Context: an optimization exercise on an open-source flow, tuned for small area, a short achievable clock period and few clock cycles. The choices shown serve that exercise and are no tape-out recipe. In this exercise RTL edits were held to simulation tests only and were not proved equivalent to the original. No activity file was given, so power comes from the tool's default toggle rates.

==> 11-11 <==
==> flow/design.v <==
module rhathen_lane (
    input  wire        clk,
    input  wire        rst,
    input  wire        in_valid,
    output wire        in_ready,
    input  wire [31:0] in_instr,
    output reg         done,
    output reg         run_ovf,
    output reg         run_psn,
    output reg         as_valid,
    output reg  [9:0]  as_num,
    input  wire        hp_we,
    input  wire        hp_wspace,       
    input  wire [3:0]  hp_waddr,
    input  wire [31:0] hp_wdata,
    input  wire        hp_wpsn,
    input  wire        hp_rspace,
    input  wire [3:0]  hp_raddr,
    output wire [31:0] hp_rdata,
    output wire        hp_rpsn
);
    localparam MN     = 8;           
    localparam MSTEPS = 32 / MN;
    wire [5:0]  op   = in_instr[31:26];
    wire [1:0]  md   = in_instr[25:24];
    wire [23:0] opnd = in_instr[23:0];
    wire g_ctl   = (op[5:3] == 3'b000);           
    wire i_end   = g_ctl & ~op[2] & (op[1:0] == 2'b11);
    wire i_asrt  = g_ctl & op[2];
    wire i_blog  = (op[5:3] == 3'b001);           
    wire g_10    = (op[5:3] == 3'b010);           
    wire i_edge  = g_10 & (op[2:1] == 2'b00);     
    wire i_bpush = g_10 & (op[2:0] == 3'b010);
    wire i_bpop  = g_10 & ((op[2:0] == 3'b011) | (op[2:0] == 3'b100));
    wire i_zon   = g_10 & (op[2:0] == 3'b101);
    wire i_zoff  = g_10 & (op[2:0] == 3'b110);
    wire i_bst   = (op[5:2] == 4'b0110);          
    wire i_stw   = (op[5:2] == 4'b0111);          
    wire g_w     = (op[5:4] == 2'b10);            
    wire i_ld    = g_w & (op[3:1] == 3'b000);     
    wire i_ldwh  = g_w & (op[3:0] == 4'h2);
    wire i_add   = g_w & (op[3:0] == 4'h4);
    wire i_sub   = g_w & (op[3:0] == 4'h5);
    wire i_mul   = g_w & (op[3:0] == 4'h6);
    wire i_min   = g_w & (op[3:0] == 4'h7);
    wire i_max   = g_w & (op[3:0] == 4'h8);
    wire i_andw  = g_w & (op[3:0] == 4'h9);
    wire i_orw   = g_w & (op[3:0] == 4'hA);
    wire i_xorw  = g_w & (op[3:0] == 4'hB);
    wire i_shl   = g_w & (op[3:0] == 4'hC);
    wire i_shr   = g_w & (op[3:0] == 4'hD);
    wire i_asr   = g_w & (op[3:0] == 4'hE);
    wire i_lim   = g_w & (op[3:0] == 4'hF);
    wire i_cmp   = (op[5:4] == 2'b11);            
    wire uns  = md[1];
    wire kimm = md[0];        
    reg  [1:0] stp;           
    reg  [3:0] lim_a1;        
    reg        lim2;          
    wire mul_last = (stp == MSTEPS - 1);
    assign in_ready = ~((i_mul & ~mul_last) | (i_lim & ~lim2));
    wire fire = in_valid & in_ready;
    reg [31:0] bimg   [0:15];
    reg [15:0] bimg_p;
    reg [31:0] wimg   [0:15];
    reg [15:0] wimg_p;
    wire [3:0] b_ra = in_valid ? opnd[8:5] : hp_raddr;
    wire [3:0] w_ra = in_valid ? (lim2 ? lim_a1 : opnd[3:0]) : hp_raddr;
    wire [31:0] b_rd  = bimg[b_ra];
    wire        b_rdp = bimg_p[b_ra];
    wire [31:0] w_rd  = wimg[w_ra];
    wire        w_rdp = wimg_p[w_ra];
    assign hp_rdata = hp_rspace ? w_rd  : b_rd;
    assign hp_rpsn  = hp_rspace ? w_rdp : b_rdp;
    reg        ba, bap;
    reg [31:0] wa;
    reg        wap;
    reg        ze, zep;
    reg        st_ovf, st_psn;
    reg [15:0] bstk, bstk_p;      
    reg [7:0]  zstk, zstk_p;
    reg [32:0] acc;               
    reg        mchk, muns;        
    wire xb = b_rd[opnd[4:0]];
    wire x  = kimm ? opnd[0] : xb;
    wire xp = ~kimm & b_rdp;
    reg blog_r;
    always @(*) begin
        case (op[2:0])
            3'b000:  blog_r = x;
            3'b001:  blog_r = ~x;
            3'b010:  blog_r = ba & x;
            3'b011:  blog_r = ba & ~x;
            3'b100:  blog_r = ba | x;
            3'b101:  blog_r = ba | ~x;
            default: blog_r = ba ^ x;
        endcase
    end
    wire baze = ba & ze;
    reg  bitval;              
    always @(*) begin
        if (i_edge) bitval = ze ? ba : xb;
        else case (op[1:0])
            2'b00:   bitval = baze;
            2'b01:   bitval = ~ba & ze;
            2'b10:   bitval = baze | xb;
            default: bitval = xb & ~baze;
        endcase
    end
    wire bit_psn = bap | zep | (i_edge & b_rdp);
    reg [31:0] v;
    always @(*) begin
        if (~kimm)
            v = w_rd;
        else if (i_lim) begin
            if (lim2) v = {{20{~uns & opnd[23]}}, opnd[23:12]};
            else      v = {{20{~uns & opnd[11]}}, opnd[11:0]};
        end else
            v = {{8{~uns & opnd[23]}}, opnd};
    end
    wire vp = ~kimm & w_rdp;
    wire        do_add = i_add;
    wire [32:0] ax = {~uns & wa[31], wa};
    wire [32:0] bx = {~uns & v[31], v};
    wire [32:0] bxi = do_add ? bx : ~bx;
    wire [33:0] as_full = {ax[32], ax} + {bxi[32], bxi} + {33'd0, ~do_add};
    wire [31:0] as_r = as_full[31:0];
    wire as_ovf = uns ? (as_full[32] != 1'b0) : (as_full[32] != as_full[31]);
    wire lt     = as_full[33];                  
    wire [31:0] xw = wa ^ v;
    wire eq     = ~|xw;
    wire [4:0]  sh_n   = kimm ? opnd[4:0] : w_rd[4:0];
    wire        sh_big = ~kimm & (|w_rd[31:5]);
    wire        sh_p   = vp;
    wire        sh_fill = i_asr & wa[31];
    reg  [31:0] wa_rev;
    integer k;
    always @(*) for (k = 0; k < 32; k = k + 1) wa_rev[k] = wa[31-k];
    wire [31:0] sh_in  = i_shl ? wa_rev : wa;
    wire [31:0] sh_ext = sh_in >> sh_n;
    wire [31:0] sh_o   = sh_big ? {32{sh_fill}} : sh_ext[31:0];
    reg  [31:0] sh_orev;
    always @(*) for (k = 0; k < 32; k = k + 1) sh_orev[k] = sh_o[31-k];
    wire [31:0] sh_r   = i_shl ? sh_orev : sh_o;
    wire [31:0] shl_mask = ~(32'hFFFF_FFFF >> sh_n);
    wire shl_ovf = sh_big ? (|wa) : (|(wa & shl_mask));
    wire [MN:0]  mchunk = {mul_last & ~uns & wa[MN-1], wa[MN-1:0]};
    wire [33+MN:0] mpp  = $signed(bx) * $signed(mchunk);
    wire [32:0]  macc   = (stp == 2'd0) ? 33'd0 : acc;
    wire [33+MN:0] msum = {{(MN+1){macc[32]}}, macc} + mpp;
    wire mck_ovf = muns ? (acc != 33'd0) : (acc != {33{wa[31]}});
    wire take_v = (i_max | (i_lim & ~lim2)) ? lt : ~lt;
    reg [31:0] wa_n;
    always @(*) begin
        wa_n = wa;
        if (i_ld)
            wa_n = v;
        else if (i_ldwh)
            wa_n = {opnd[15:0], wa[15:0]};
        else if (i_add | i_sub)
            wa_n = as_r;
        else if (i_mul)
            wa_n = {msum[MN-1:0], wa[31:MN]};
        else if (i_min | i_max | i_lim)
            wa_n = take_v ? v : wa;
        else if (i_andw)
            wa_n = wa & v;
        else if (i_orw)
            wa_n = wa | v;
        else if (i_xorw)
            wa_n = xw;
        else if (i_shl | i_shr | i_asr)
            wa_n = sh_r;
    end
    reg cmp_r;
    always @(*) begin
        case (op[2:0])
            3'b000:  cmp_r = eq;
            3'b001:  cmp_r = ~eq;
            3'b010:  cmp_r = lt;
            3'b011:  cmp_r = lt | eq;
            3'b100:  cmp_r = ~(lt | eq);
            default: cmp_r = ~lt;
        endcase
    end
    wire bst_any = fire & (i_bst | i_edge);
    wire stw_any = fire & i_stw;
    wire [31:0] bwd;
    genvar gi;
    generate
        for (gi = 0; gi < 32; gi = gi + 1) begin : g_bwd
            assign bwd[gi] = hp_we ? hp_wdata[gi]
                           : ((opnd[4:0] == gi) ? bitval : b_rd[gi]);
        end
    endgenerate
    wire        bwp = hp_we ? hp_wpsn : (b_rdp | bit_psn);
    wire [31:0] wwd = hp_we ? hp_wdata : wa;
    wire        wwp = hp_we ? hp_wpsn : ((wap | zep) | (~ze & w_rdp));
    generate
        for (gi = 0; gi < 16; gi = gi + 1) begin : g_img
            wire hb = hp_we & ~hp_wspace & (hp_waddr == gi);
            wire hw = hp_we &  hp_wspace & (hp_waddr == gi);
            wire ib = bst_any & (opnd[8:5] == gi);
            wire iw = stw_any & (opnd[3:0] == gi);
            always @(posedge clk) begin
                if (hb | ib) begin
                    bimg[gi]   <= bwd;
                    bimg_p[gi] <= bwp;
                end
                if (hw | (iw & ze))
                    wimg[gi] <= wwd;
                if (hw | iw)
                    wimg_p[gi] <= wwp;
            end
        end
    endgenerate
    wire rd_psn = ((i_blog & ~kimm) | i_edge) & b_rdp
                | ((i_ld | (g_w & ~i_ldwh) | i_cmp) & ~kimm & w_rdp);
    always @(posedge clk) begin
        if (fire & i_bpush) begin
            bstk   <= {bstk[14:0], ba};
            bstk_p <= {bstk_p[14:0], bap};
        end else if (fire & i_bpop) begin
            bstk   <= {1'b0, bstk[15:1]};
            bstk_p <= {1'b0, bstk_p[15:1]};
        end
        if (fire & i_zon) begin
            zstk   <= {zstk[6:0], ze};
            zstk_p <= {zstk_p[6:0], zep};
        end else if (fire & i_zoff) begin
            zstk   <= {1'b0, zstk[7:1]};
            zstk_p <= {1'b0, zstk_p[7:1]};
        end
        if (in_valid & i_mul)
            acc <= msum[MN+32:MN];
        if (in_valid & i_lim & ~lim2)
            lim_a1 <= opnd[3:0] + 4'd1;
    end
    always @(posedge clk) begin
        done     <= 1'b0;
        as_valid <= 1'b0;
        mchk     <= 1'b0;
        if (rst) begin
            ba <= 1'b0; bap <= 1'b0;
            wa <= 32'd0; wap <= 1'b0;
            ze <= 1'b1; zep <= 1'b0;
            st_ovf <= 1'b0; st_psn <= 1'b0;
            run_ovf <= 1'b0; run_psn <= 1'b0;
            as_num <= 10'd0;
            stp <= 2'd0;
            lim2 <= 1'b0;
        end else begin
            if (mchk & mck_ovf) st_ovf <= 1'b1;
            if (in_valid) begin
                if (fire) stp <= 2'd0;
                else      stp <= stp + 2'd1;
                lim2 <= i_lim & ~fire;
                if (~i_cmp) wa <= wa_n;
                if (rd_psn) st_psn <= 1'b1;
                if (g_w & ~i_ld & ~i_ldwh) wap <= wap | vp;
                else if (i_ld)             wap <= vp;
                if (fire) begin
                    if (i_mul) begin
                        mchk <= 1'b1;
                        muns <= uns;
                    end
                    if ((i_add | i_sub) & as_ovf) st_ovf <= 1'b1;
                    if (i_shl & shl_ovf) st_ovf <= 1'b1;
                    if (i_blog) begin
                        ba  <= blog_r;
                        bap <= (op[2:1] == 2'b00) ? xp : (bap | xp);
                    end
                    if (i_edge) begin
                        ba  <= op[0] ? (~ba & xb) : (ba & ~xb);
                        bap <= bap | b_rdp;
                    end
                    if (i_bpop) begin
                        ba  <= op[0] ? (bstk[0] | ba) : (bstk[0] & ba);
                        bap <= bap | bstk_p[0];
                    end
                    if (i_cmp) begin
                        ba  <= cmp_r;
                        bap <= wap | vp;
                    end
                    if (i_zon) begin
                        ze  <= ze & (md[0] ? ~ba : ba);
                        zep <= zep | bap;
                    end
                    if (i_zoff) begin
                        ze  <= zstk[0];
                        zep <= zstk_p[0];
                    end
                    if (i_asrt & (zep | (ze & (~ba | bap)))) begin
                        as_valid <= 1'b1;
                        as_num   <= opnd[9:0];
                    end
                    if (i_end) begin
                        done    <= 1'b1;
                        run_ovf <= st_ovf | (mchk & mck_ovf);
                        run_psn <= st_psn;
                        ba <= 1'b0; bap <= 1'b0;
                        wa <= 32'd0; wap <= 1'b0;
                        ze <= 1'b1; zep <= 1'b0;
                        st_ovf <= 1'b0; st_psn <= 1'b0;
                    end
                end
            end
        end
    end
endmodule
==> flow/run.sh <==
#!/bin/bash
# synth_recipe.tcl (not shown) runs the flow's synth.tcl, then flattens the netlist and writes it again
# the make line also repeats each setting of config.mk as NAME=value (left out here)
make -C /OpenROAD-flow-scripts/flow DESIGN_CONFIG=/design/flow/config.mk WORK_HOME=/design/flow/orfs CLKGATE_MAP_FILE= SYNTH_SCRIPT=/design/flow/synth_recipe.tcl finish
==> flow/config.mk <==
export PLATFORM = sky130hd
export DESIGN_NAME = rhathen_lane
export DESIGN_NICKNAME = rhathen_lane
export VERILOG_FILES = /design/flow/design.v
export SDC_FILE = /design/flow/constraint.sdc
export NUM_CORES = 4
export LEC_CHECK = 0
export CAP_MARGIN = 20
export CORE_MARGIN = 2
export CORE_UTILIZATION = 28
export PLACE_DENSITY = 0.45
export SLEW_MARGIN = 20
==> flow/constraint.sdc <==
create_clock -name core_clock -period 17.0 [get_ports {clk}]
set_input_delay 3.4000 -clock core_clock [delete_from_list [all_inputs] [get_ports {clk}]]
set_output_delay 3.4000 -clock core_clock [all_outputs]
set_load 0.01 [all_outputs]
==> inputs of 01-17, as changes to 11-11 <==
--- a/flow/design.v
+++ b/flow/design.v
@@ -20,5 +20,5 @@
     output wire        hp_rpsn
 );
-    localparam MN     = 8;           
+    localparam MN     = 4;           
     localparam MSTEPS = 32 / MN;
     wire [5:0]  op   = in_instr[31:26];
@@ -55,9 +55,12 @@
     wire uns  = md[1];
     wire kimm = md[0];        
-    reg  [1:0] stp;           
+    reg  [3:0] stp;           
     reg  [3:0] lim_a1;        
     reg        lim2;          
-    wire mul_last = (stp == MSTEPS - 1);
-    assign in_ready = ~((i_mul & ~mul_last) | (i_lim & ~lim2));
+    wire busy     = (stp != 4'd0);
+    wire mul_last = (stp == MSTEPS);
+    wire uses_wa = g_w | i_stw | i_cmp | i_end;
+    wire act  = in_valid & ~(busy & uses_wa);     
+    assign in_ready = ~(busy & uses_wa) & ~(i_lim & ~lim2);
     wire fire = in_valid & in_ready;
     reg [31:0] bimg   [0:15];
@@ -81,4 +84,5 @@
     reg [7:0]  zstk, zstk_p;
     reg [32:0] acc;               
+    reg [32:0] mb;                
     reg        mchk, muns;        
     wire xb = b_rd[opnd[4:0]];
@@ -134,18 +138,20 @@
     wire        sh_p   = vp;
     wire        sh_fill = i_asr & wa[31];
-    reg  [31:0] wa_rev;
+    wire [4:0]  rot_n = i_shl ? (5'd0 - sh_n) : sh_n;
+    wire [31:0] rt0 = rot_n[0] ? {wa[0],     wa[31:1]}   : wa;
+    wire [31:0] rt1 = rot_n[1] ? {rt0[1:0],  rt0[31:2]}  : rt0;
+    wire [31:0] rt2 = rot_n[2] ? {rt1[3:0],  rt1[31:4]}  : rt1;
+    wire [31:0] rt3 = rot_n[3] ? {rt2[7:0],  rt2[31:8]}  : rt2;
+    wire [31:0] rot = rot_n[4] ? {rt3[15:0], rt3[31:16]} : rt3;
+    wire [31:0] keep_r = 32'hFFFF_FFFF >> sh_n;
+    reg  [31:0] keep_l;
     integer k;
-    always @(*) for (k = 0; k < 32; k = k + 1) wa_rev[k] = wa[31-k];
-    wire [31:0] sh_in  = i_shl ? wa_rev : wa;
-    wire [31:0] sh_ext = sh_in >> sh_n;
-    wire [31:0] sh_o   = sh_big ? {32{sh_fill}} : sh_ext[31:0];
-    reg  [31:0] sh_orev;
-    always @(*) for (k = 0; k < 32; k = k + 1) sh_orev[k] = sh_o[31-k];
-    wire [31:0] sh_r   = i_shl ? sh_orev : sh_o;
-    wire [31:0] shl_mask = ~(32'hFFFF_FFFF >> sh_n);
-    wire shl_ovf = sh_big ? (|wa) : (|(wa & shl_mask));
-    wire [MN:0]  mchunk = {mul_last & ~uns & wa[MN-1], wa[MN-1:0]};
-    wire [33+MN:0] mpp  = $signed(bx) * $signed(mchunk);
-    wire [32:0]  macc   = (stp == 2'd0) ? 33'd0 : acc;
+    always @(*) for (k = 0; k < 32; k = k + 1) keep_l[k] = keep_r[31-k];
+    wire [31:0] keep = i_shl ? keep_l : keep_r;
+    wire [31:0] sh_r = sh_big ? {32{sh_fill}} : (rot & keep);
+    wire shl_ovf = sh_big ? (|wa) : (|(rot & ~keep_l));
+    wire [MN:0]  mchunk = {mul_last & ~muns & wa[MN-1], wa[MN-1:0]};
+    wire [33+MN:0] mpp  = $signed(mb) * $signed(mchunk);
+    wire [32:0]  macc   = (stp == 4'd1) ? 33'd0 : acc;
     wire [33+MN:0] msum = {{(MN+1){macc[32]}}, macc} + mpp;
     wire mck_ovf = muns ? (acc != 33'd0) : (acc != {33{wa[31]}});
@@ -160,6 +166,4 @@
         else if (i_add | i_sub)
             wa_n = as_r;
-        else if (i_mul)
-            wa_n = {msum[MN-1:0], wa[31:MN]};
         else if (i_min | i_max | i_lim)
             wa_n = take_v ? v : wa;
@@ -232,7 +236,10 @@
             zstk_p <= {1'b0, zstk_p[7:1]};
         end
-        if (in_valid & i_mul)
-            acc <= msum[MN+32:MN];
-        if (in_valid & i_lim & ~lim2)
+        if (fire & i_mul) begin
+            mb   <= bx;
+            muns <= uns;
+        end
+        acc <= msum[MN+32:MN];
+        if (act & i_lim & ~lim2)
             lim_a1 <= opnd[3:0] + 4'd1;
     end
@@ -248,21 +255,26 @@
             run_ovf <= 1'b0; run_psn <= 1'b0;
             as_num <= 10'd0;
-            stp <= 2'd0;
+            stp <= 4'd0;
             lim2 <= 1'b0;
         end else begin
             if (mchk & mck_ovf) st_ovf <= 1'b1;
-            if (in_valid) begin
-                if (fire) stp <= 2'd0;
-                else      stp <= stp + 2'd1;
-                lim2 <= i_lim & ~fire;
+            if (act) begin
+                lim2 <= i_lim & ~lim2;
                 if (~i_cmp) wa <= wa_n;
                 if (rd_psn) st_psn <= 1'b1;
                 if (g_w & ~i_ld & ~i_ldwh) wap <= wap | vp;
                 else if (i_ld)             wap <= vp;
+            end
+            if (busy) begin
+                wa <= {msum[MN-1:0], wa[31:MN]};
+                if (mul_last) begin
+                    stp  <= 4'd0;
+                    mchk <= 1'b1;
+                end else
+                    stp <= stp + 4'd1;
+            end
+            if (in_valid) begin
                 if (fire) begin
-                    if (i_mul) begin
-                        mchk <= 1'b1;
-                        muns <= uns;
-                    end
+                    if (i_mul) stp <= 4'd1;
                     if ((i_add | i_sub) & as_ovf) st_ovf <= 1'b1;
                     if (i_shl & shl_ovf) st_ovf <= 1'b1;
==> flow/flow/run.sh (new file) <==
#!/bin/bash
set -o pipefail
bash standard.sh SETUP_SLACK_MARGIN=7 \
    "BUFFER_PORTS_ARGS=-buffer_cell sky130_fd_sc_hd__buf_4" \
    finish > standard.log 2>&1
==> flow/standard.sh (new file) <==
#!/bin/bash
# synth_recipe.tcl (not shown) runs the flow's synth.tcl, then flattens the netlist and writes it again
# the make line also repeats each setting of config.mk as NAME=value (left out here)
make -C /OpenROAD-flow-scripts/flow DESIGN_CONFIG=/design/flow/config.mk WORK_HOME=/design/flow/orfs CLKGATE_MAP_FILE= SYNTH_SCRIPT=/design/flow/synth_recipe.tcl "${@:-finish}"
Settings changed: CORE_UTILIZATION 28 to 40, PLACE_DENSITY 0.45 to 0.55.
removed: flow/run.sh
==> inputs of 09-22, as changes to 11-11 <==
--- a/flow/design.v
+++ b/flow/design.v
@@ -20,5 +20,5 @@
     output wire        hp_rpsn
 );
-    localparam MN     = 8;           
+    localparam MN     = 4;           
     localparam MSTEPS = 32 / MN;
     wire [5:0]  op   = in_instr[31:26];
@@ -55,9 +55,12 @@
     wire uns  = md[1];
     wire kimm = md[0];        
-    reg  [1:0] stp;           
+    reg  [3:0] stp;           
     reg  [3:0] lim_a1;        
     reg        lim2;          
-    wire mul_last = (stp == MSTEPS - 1);
-    assign in_ready = ~((i_mul & ~mul_last) | (i_lim & ~lim2));
+    wire busy     = (stp != 4'd0);
+    wire mul_last = (stp == MSTEPS);
+    wire uses_wa = g_w | i_stw | i_cmp | i_end;
+    wire act  = in_valid & ~(busy & uses_wa);     
+    assign in_ready = ~(busy & uses_wa) & ~(i_lim & ~lim2);
     wire fire = in_valid & in_ready;
     reg [31:0] bimg   [0:15];
@@ -81,4 +84,5 @@
     reg [7:0]  zstk, zstk_p;
     reg [32:0] acc;               
+    reg [32:0] mb;                
     reg        mchk, muns;        
     wire xb = b_rd[opnd[4:0]];
@@ -134,18 +138,20 @@
     wire        sh_p   = vp;
     wire        sh_fill = i_asr & wa[31];
-    reg  [31:0] wa_rev;
+    wire [4:0]  rot_n = i_shl ? (5'd0 - sh_n) : sh_n;
+    wire [31:0] rt0 = rot_n[0] ? {wa[0],     wa[31:1]}   : wa;
+    wire [31:0] rt1 = rot_n[1] ? {rt0[1:0],  rt0[31:2]}  : rt0;
+    wire [31:0] rt2 = rot_n[2] ? {rt1[3:0],  rt1[31:4]}  : rt1;
+    wire [31:0] rt3 = rot_n[3] ? {rt2[7:0],  rt2[31:8]}  : rt2;
+    wire [31:0] rot = rot_n[4] ? {rt3[15:0], rt3[31:16]} : rt3;
+    wire [31:0] keep_r = 32'hFFFF_FFFF >> sh_n;
+    reg  [31:0] keep_l;
     integer k;
-    always @(*) for (k = 0; k < 32; k = k + 1) wa_rev[k] = wa[31-k];
-    wire [31:0] sh_in  = i_shl ? wa_rev : wa;
-    wire [31:0] sh_ext = sh_in >> sh_n;
-    wire [31:0] sh_o   = sh_big ? {32{sh_fill}} : sh_ext[31:0];
-    reg  [31:0] sh_orev;
-    always @(*) for (k = 0; k < 32; k = k + 1) sh_orev[k] = sh_o[31-k];
-    wire [31:0] sh_r   = i_shl ? sh_orev : sh_o;
-    wire [31:0] shl_mask = ~(32'hFFFF_FFFF >> sh_n);
-    wire shl_ovf = sh_big ? (|wa) : (|(wa & shl_mask));
-    wire [MN:0]  mchunk = {mul_last & ~uns & wa[MN-1], wa[MN-1:0]};
-    wire [33+MN:0] mpp  = $signed(bx) * $signed(mchunk);
-    wire [32:0]  macc   = (stp == 2'd0) ? 33'd0 : acc;
+    always @(*) for (k = 0; k < 32; k = k + 1) keep_l[k] = keep_r[31-k];
+    wire [31:0] keep = i_shl ? keep_l : keep_r;
+    wire [31:0] sh_r = sh_big ? {32{sh_fill}} : (rot & keep);
+    wire shl_ovf = sh_big ? (|wa) : (|(rot & ~keep_l));
+    wire [MN:0]  mchunk = {mul_last & ~muns & wa[MN-1], wa[MN-1:0]};
+    wire [33+MN:0] mpp  = $signed(mb) * $signed(mchunk);
+    wire [32:0]  macc   = (stp == 4'd1) ? 33'd0 : acc;
     wire [33+MN:0] msum = {{(MN+1){macc[32]}}, macc} + mpp;
     wire mck_ovf = muns ? (acc != 33'd0) : (acc != {33{wa[31]}});
@@ -160,6 +166,4 @@
         else if (i_add | i_sub)
             wa_n = as_r;
-        else if (i_mul)
-            wa_n = {msum[MN-1:0], wa[31:MN]};
         else if (i_min | i_max | i_lim)
             wa_n = take_v ? v : wa;
@@ -232,7 +236,11 @@
             zstk_p <= {1'b0, zstk_p[7:1]};
         end
-        if (in_valid & i_mul)
+        if (fire & i_mul) begin
+            mb   <= bx;
+            muns <= uns;
+        end
+        if (busy)
             acc <= msum[MN+32:MN];
-        if (in_valid & i_lim & ~lim2)
+        if (act & i_lim & ~lim2)
             lim_a1 <= opnd[3:0] + 4'd1;
     end
@@ -248,21 +256,26 @@
             run_ovf <= 1'b0; run_psn <= 1'b0;
             as_num <= 10'd0;
-            stp <= 2'd0;
+            stp <= 4'd0;
             lim2 <= 1'b0;
         end else begin
             if (mchk & mck_ovf) st_ovf <= 1'b1;
-            if (in_valid) begin
-                if (fire) stp <= 2'd0;
-                else      stp <= stp + 2'd1;
-                lim2 <= i_lim & ~fire;
+            if (act) begin
+                lim2 <= i_lim & ~lim2;
                 if (~i_cmp) wa <= wa_n;
                 if (rd_psn) st_psn <= 1'b1;
                 if (g_w & ~i_ld & ~i_ldwh) wap <= wap | vp;
                 else if (i_ld)             wap <= vp;
+            end
+            if (busy) begin
+                wa <= {msum[MN-1:0], wa[31:MN]};
+                if (mul_last) begin
+                    stp  <= 4'd0;
+                    mchk <= 1'b1;
+                end else
+                    stp <= stp + 4'd1;
+            end
+            if (in_valid) begin
                 if (fire) begin
-                    if (i_mul) begin
-                        mchk <= 1'b1;
-                        muns <= uns;
-                    end
+                    if (i_mul) stp <= 4'd1;
                     if ((i_add | i_sub) & as_ovf) st_ovf <= 1'b1;
                     if (i_shl & shl_ovf) st_ovf <= 1'b1;
==> flow/flow/run.sh (new file) <==
#!/bin/bash
set -o pipefail
bash standard.sh SETUP_SLACK_MARGIN=8.5 \
    "BUFFER_PORTS_ARGS=-buffer_cell sky130_fd_sc_hd__buf_4" \
    finish > standard.log 2>&1
==> flow/standard.sh (new file) <==
#!/bin/bash
# synth_recipe.tcl (not shown) runs the flow's synth.tcl, then flattens the netlist and writes it again
# the make line also repeats each setting of config.mk as NAME=value (left out here)
make -C /OpenROAD-flow-scripts/flow DESIGN_CONFIG=/design/flow/config.mk WORK_HOME=/design/flow/orfs CLKGATE_MAP_FILE= SYNTH_SCRIPT=/design/flow/synth_recipe.tcl "${@:-finish}"
Settings changed: CORE_UTILIZATION 28 to 40, PLACE_DENSITY 0.45 to 0.55.
removed: flow/run.sh
==> notes.md <==
item	11-11	09-22	01-17
Power of the clock network	3.15 mW	3.07 mW	2.98 mW
Share of layout cells above drive strength 1	0.1240	0.2754	0.1605
Via count of the first global-routing pass	54.18k	50.58k	48.36k
Sum of internal, switching and leakage power	8.161 mW	10.46 mW	10.57 mW
Proportion of power drawn by combinational gates	0.207	0.356	0.368
Number of pins exceeding their max-slew limit in the final report	0	3	0
Final critical delay including setup and external delays	14.22 ns	9.331 ns	10.09 ns
Synthesized-area fraction occupied by adder cells	0.1134	0.07583	0.07577
Fin Hold WS	0.4608 ns	0.4610 ns	0.4584 ns
Relative area change from synthesis to final layout	16.14%	28.57%	15.91%
Number of cells in the design after placement	9429	7523	7594
Result of the run	timing/DRC/antenna clean	finished with violations	timing/DRC/antenna clean
Reasons for failing layout checks	-	capacitance limit, slew limit	-
Worst slew margin	0.1577	-0.04402	0.1823
Post-route met1 wirelength	136100 µm	110200 µm	106600 µm
Post-DP HPWL	226700 µm	172500 µm	180200 µm
Die width	502.9 µm	406.4 µm	406.6 µm
Core Rows	183	147	147
Postcts setup bufs	0	267	19
GPL Wtd Cong	1.016	1.014	1.020
Die Outline Area	252900 µm²	165200 µm²	165300 µm²
Testbench counts of 11-11, summed over its fixed seeds: cycles 20,227.
Testbench counts of 01-17, summed over its fixed seeds: cycles 21,313.
Testbench counts of 09-22, summed over its fixed seeds: cycles 21,313.

==> afterwards: timing with drivers on the ports <==
How much do the figures lean on ideal ports? The routed layouts below were timed once more, with nothing changed but the port constraints.
Step 1: set_driving_cell puts a clkbuf_16 on clk and a buf_2 on each other input, an assumption about the parent block.
Step 2, shift: input delay + t, output delay - t, t = (earliest + latest rising clock arrival at the registers) / 2. This alone moves slack from input paths to output paths.
a / b / c = no drivers / after step 1 / after step 2; a / b = the first two.
run	shift t [ns]	setup WS [ns]	hold WS [ns]
11-11	0.883	2.781 / 2.811 / 1.927	0.461 / 0.461 / 0.461
01-17	0.866	6.912 / 6.664 / 5.973	0.458 / 0.458 / 0.458
09-22	0.868	7.669 / 7.355 / 6.905	0.461 / 0.461 / 0.461
For 01-17, which loses most, drivers alone change the setup slack by -0.248 ns; drivers and shift together by -0.939 ns.
